From an optimization exercise on the open Yosys and OpenROAD flow, aimed at small area, a short achievable clock period and few clock cycles per item; shortcuts taken in it are not production practice.
The RTL was checked by simulation tests, not by an equivalence proof against the original design.

==> zinc <==
// dec_screen
module dec_screen (
    input  wire        clk,
    input  wire        rst,           
    input  wire        cfg_mode3,     
    input  wire [15:0] cfg_vol1,
    input  wire [15:0] cfg_vol2,
    input  wire [15:0] cfg_vol3,
    input  wire [15:0] cfg_vol4,
    input  wire [15:0] cfg_vol5,
    input  wire [15:0] cfg_vol6,
    input  wire [7:0]  cfg_werr,      
    input  wire [7:0]  cfg_w1,        
    input  wire [7:0]  cfg_w2,        
    input  wire        in_valid,
    output wire        in_ready,
    input  wire [15:0] in_cv,         
    input  wire [7:0]  in_gain,       
    input  wire [15:0] in_thr,        
    input  wire [1:0]  in_st,         
    input  wire        in_cr,         
    input  wire        in_sol,        
    input  wire        in_eol,        
    output reg         out_valid,
    input  wire        out_ready,
    output reg  [2:0]  out_level
);
==> flow/config.mk <==
export PLATFORM = sky130hd
export DESIGN_NAME = dec_screen
export DESIGN_NICKNAME = dec_screen
export VERILOG_FILES = /design/flow/design.v
export SDC_FILE = /design/flow/constraint.sdc
export NUM_CORES = 4
export LEC_CHECK = 0
export ABC_AREA = 1
export CAP_MARGIN = 20
export CORE_MARGIN = 2
export CORE_UTILIZATION = 65
export CTS_BUF_LIST = sky130_fd_sc_hd__clkbuf_8
export PLACE_DENSITY = 0.75
export SETUP_SLACK_MARGIN = 2
export SLEW_MARGIN = 20
==> flow/constraint.sdc <==
create_clock -name core_clock -period 100.0 [get_ports {clk}]
set_input_delay 20.0000 -clock core_clock [delete_from_list [all_inputs] [get_ports {clk}]]
set_output_delay 20.0000 -clock core_clock [all_outputs]
set_load 0.01 [all_outputs]
standard.sh (not shown) runs the stock make flow with config.mk's settings and CLKGATE_MAP_FILE= SYNTH_SCRIPT=/design/flow/synth_recipe.tcl, a recipe that flattens the netlist after the stock synthesis.
==> flow/flow/run.sh <==
#!/bin/bash
# The standard layout, with two changes:
#  - plain buffers (not delay buffers) on the ports;
#  - after the standard synthesis, flow/polarity.py removes inverters around
#    full adders (a full adder with all inputs and outputs inverted is the
#    same cell); every register, port and other cell is kept as synthesised.
set -euo pipefail
knobs=(BUFFER_PORTS_ARGS="-buffer_cell sky130_fd_sc_hd__buf_2")
res=orfs/results/${FLOW_PLATFORM:-sky130hd}/dec_screen/base
bash standard.sh "${knobs[@]}" synth > synth_flow.log 2>&1
cp "$res/1_2_yosys.v" "$res/1_2_yosys_std.v"
python3 flow/polarity.py "$res/1_2_yosys_std.v" "$res/1_2_yosys.v" > polarity.log 2>&1
rm -f "$res/1_synth.odb" "$res/1_synth.sdc"
bash standard.sh "${knobs[@]}" finish > layout_flow.log 2>&1
Other scripts of this flow, unchanged in this note and not shown: flow/flow/polarity.py
==> inputs of juniper, as changes to zinc <==
--- a/flow/design.v
+++ b/flow/design.v
@@ -1369,20 +1369,19 @@
         m3 <= cfg_mode3;
         v1 <= cfg_vol1; v2 <= cfg_vol2; v3 <= cfg_vol3;
         v4 <= cfg_vol4; v5 <= cfg_vol5; v6 <= cfg_vol6;
         werr <= cfg_werr; w1 <= cfg_w1; w2 <= cfg_w2;
     end
     wire [15:0] v3e = m3 ? v3 : 16'hffff;
     wire [15:0] dn0 = v1;
-    wire [15:0] dn1, dn2, dn3, dn4, dn5;
-    dec_radd #(.W(16)) u_dn1 (.a(v2),  .b(~v1), .ci(1'b1), .s(dn1));
-    dec_radd #(.W(16)) u_dn2 (.a(v3e), .b(~v2), .ci(1'b1), .s(dn2));
-    dec_radd #(.W(16)) u_dn3 (.a(v4),  .b(~v3), .ci(1'b1), .s(dn3));
-    dec_radd #(.W(16)) u_dn4 (.a(v5),  .b(~v4), .ci(1'b1), .s(dn4));
-    dec_radd #(.W(16)) u_dn5 (.a(v6),  .b(~v5), .ci(1'b1), .s(dn5));
+    wire [15:0] dn1 = v2 - v1;
+    wire [15:0] dn2 = v3e - v2;
+    wire [15:0] dn3 = v4 - v3;
+    wire [15:0] dn4 = v5 - v4;
+    wire [15:0] dn5 = v6 - v5;
     wire [15:0] dn6 = ~v6;
     function [15:0] vol_of;
         input [2:0] lv;
         begin
             case (lv)
                 3'd0: vol_of = 16'd0;
                 3'd1: vol_of = v1;
@@ -1464,23 +1463,22 @@
     wire        q1_up;
     dec_quant u_q_scr (
         .mode3(m3),
         .vol1(v1), .vol2(v2), .vol3(v3e), .vol4(v4), .vol5(v5), .vol6(v6),
         .den0(dn0), .den1(dn1), .den2(dn2), .den3(dn3), .den4(dn4), .den5(dn5), .den6(dn6),
         .y(xc), .t(a_thr), .level(q1), .r(q1_r), .den(q1_den), .up(q1_up)
     );
-    wire [23:0] pa   = q1_r * werr;                   
-    wire [15:0] nb   = q1_den - q1_r;                 
-    wire [24:0] pm1  = {9'd0, nb} * {17'd0, werr} - 25'd1;    
-    wire [16:0] ea   = pa[23:8];                      
-    wire [15:0] qb   = pm1[23:8];                     
-    wire signed [15:0] e_a = (ea > 17'd16384) ? 16'sd16384 : $signed(ea[15:0]);
-    wire signed [15:0] e_b = pm1[24]       ? 16'sd0 :      
-                             (|qb[15:14]) ? -16'sd16384 : $signed(~qb);
-    wire signed [15:0] e_nxt = !a_dnz ? 16'sd0 : q1_up ? e_b : e_a;
+    wire signed [16:0] err   = q1_up ? $signed({1'b0, q1_r}) - $signed({1'b0, q1_den})
+                                     : $signed({1'b0, q1_r});
+    wire signed [25:0] err_w = err * $signed({1'b0, werr});
+    wire signed [17:0] err_s = err_w[25:8];   
+    wire signed [15:0] e_nxt = !a_dnz                ? 16'sd0 :
+                               (err_s >  18'sd16384) ? 16'sd16384 :
+                               (err_s < -18'sd16384) ? -16'sd16384 :
+                               err_s[15:0];
     always @(posedge clk)
         if (a_v)
             e_reg <= e_nxt;
     reg        w_v   [0:2];
     reg        w_sol [0:1];
     reg        w_eol [0:2];
     reg        w_ok  [0:2];
CTS_BUF_LIST = default   (was sky130_fd_sc_hd__clkbuf_8)
CTS_CLUSTER_DIAMETER = 130   (was default)
CTS_CLUSTER_SIZE = 32   (was default)
==> inputs of delta, as changes to zinc <==
CTS_BUF_LIST = default   (was sky130_fd_sc_hd__clkbuf_8)
==> inputs of willow, as changes to zinc <==
--- a/flow/design.v
+++ b/flow/design.v
@@ -1369,20 +1369,19 @@
         m3 <= cfg_mode3;
         v1 <= cfg_vol1; v2 <= cfg_vol2; v3 <= cfg_vol3;
         v4 <= cfg_vol4; v5 <= cfg_vol5; v6 <= cfg_vol6;
         werr <= cfg_werr; w1 <= cfg_w1; w2 <= cfg_w2;
     end
     wire [15:0] v3e = m3 ? v3 : 16'hffff;
     wire [15:0] dn0 = v1;
-    wire [15:0] dn1, dn2, dn3, dn4, dn5;
-    dec_radd #(.W(16)) u_dn1 (.a(v2),  .b(~v1), .ci(1'b1), .s(dn1));
-    dec_radd #(.W(16)) u_dn2 (.a(v3e), .b(~v2), .ci(1'b1), .s(dn2));
-    dec_radd #(.W(16)) u_dn3 (.a(v4),  .b(~v3), .ci(1'b1), .s(dn3));
-    dec_radd #(.W(16)) u_dn4 (.a(v5),  .b(~v4), .ci(1'b1), .s(dn4));
-    dec_radd #(.W(16)) u_dn5 (.a(v6),  .b(~v5), .ci(1'b1), .s(dn5));
+    wire [15:0] dn1 = v2 - v1;
+    wire [15:0] dn2 = v3e - v2;
+    wire [15:0] dn3 = v4 - v3;
+    wire [15:0] dn4 = v5 - v4;
+    wire [15:0] dn5 = v6 - v5;
     wire [15:0] dn6 = ~v6;
     function [15:0] vol_of;
         input [2:0] lv;
         begin
             case (lv)
                 3'd0: vol_of = 16'd0;
                 3'd1: vol_of = v1;
@@ -1464,23 +1463,22 @@
     wire        q1_up;
     dec_quant u_q_scr (
         .mode3(m3),
         .vol1(v1), .vol2(v2), .vol3(v3e), .vol4(v4), .vol5(v5), .vol6(v6),
         .den0(dn0), .den1(dn1), .den2(dn2), .den3(dn3), .den4(dn4), .den5(dn5), .den6(dn6),
         .y(xc), .t(a_thr), .level(q1), .r(q1_r), .den(q1_den), .up(q1_up)
     );
-    wire [23:0] pa   = q1_r * werr;                   
-    wire [15:0] nb   = q1_den - q1_r;                 
-    wire [24:0] pm1  = {9'd0, nb} * {17'd0, werr} - 25'd1;    
-    wire [16:0] ea   = pa[23:8];                      
-    wire [15:0] qb   = pm1[23:8];                     
-    wire signed [15:0] e_a = (ea > 17'd16384) ? 16'sd16384 : $signed(ea[15:0]);
-    wire signed [15:0] e_b = pm1[24]       ? 16'sd0 :      
-                             (|qb[15:14]) ? -16'sd16384 : $signed(~qb);
-    wire signed [15:0] e_nxt = !a_dnz ? 16'sd0 : q1_up ? e_b : e_a;
+    wire signed [16:0] err   = q1_up ? $signed({1'b0, q1_r}) - $signed({1'b0, q1_den})
+                                     : $signed({1'b0, q1_r});
+    wire signed [25:0] err_w = err * $signed({1'b0, werr});
+    wire signed [17:0] err_s = err_w[25:8];   
+    wire signed [15:0] e_nxt = !a_dnz                ? 16'sd0 :
+                               (err_s >  18'sd16384) ? 16'sd16384 :
+                               (err_s < -18'sd16384) ? -16'sd16384 :
+                               err_s[15:0];
     always @(posedge clk)
         if (a_v)
             e_reg <= e_nxt;
     reg        w_v   [0:2];
     reg        w_sol [0:1];
     reg        w_eol [0:2];
     reg        w_ok  [0:2];
CTS_BUF_LIST = default   (was sky130_fd_sc_hd__clkbuf_8)
CTS_CLUSTER_DIAMETER = 120   (was default)
CTS_CLUSTER_SIZE = 24   (was default)
==> summary.txt <==
- In non-clock buffer count, juniper and willow do not differ.
- Global-route usage, lowest first: willow, juniper, zinc, delta.
- Between delta and willow, the lower wire length is in willow (gap 5.9%, measured against willow).
- Utilization: delta is higher than zinc (0.081 points).
Testbench counts of zinc, summed over its fixed seeds: cycles 31,525, items 31,469.
Testbench counts of juniper, summed over its fixed seeds: cycles 31,525, items 31,469.
Testbench counts of delta, summed over its fixed seeds: cycles 31,525, items 31,469.
Testbench counts of willow, summed over its fixed seeds: cycles 31,525, items 31,469.

## what the ideal ports hide
The flow's constraints put no driver on any port. The routed layouts listed below were extracted and timed again, unchanged, in two steps. Step 1 sets driving cells, clkbuf_16 on the clock port and buf_2 on the other inputs (assumed; they add their load-dependent delay and slew). Step 2 moves the port delays by t, midway between the first and last clock arrival at a register: inputs arrive t later, outputs are due t later. That takes back most of the time a late clock gives input paths. Slacks: no drivers / after step 1 / after step 2; pairs: no drivers / after step 1.
run | t, ns | setup slack, ns | worst setup path after step 2 | latest minus earliest clock arrival (ns) | cell pins on the clock port's net
zinc | 0.765 | 78.798 / 78.736 / 78.973 | input to register | 0.074 / 0.074 | 1
juniper | 0.707 | 78.841 / 78.770 / 78.773 | input to register | 0.036 / 0.036 | 1
delta | 0.726 | 78.849 / 78.775 / 78.968 | input to register | 0.053 / 0.052 | 1
willow | 0.732 | 78.815 / 78.745 / 78.790 | input to register | 0.050 / 0.050 | 1
After both steps every run listed still meets setup and hold. For juniper, which loses most, drivers alone change the setup slack by -0.071 ns; drivers and shift together by -0.068 ns.
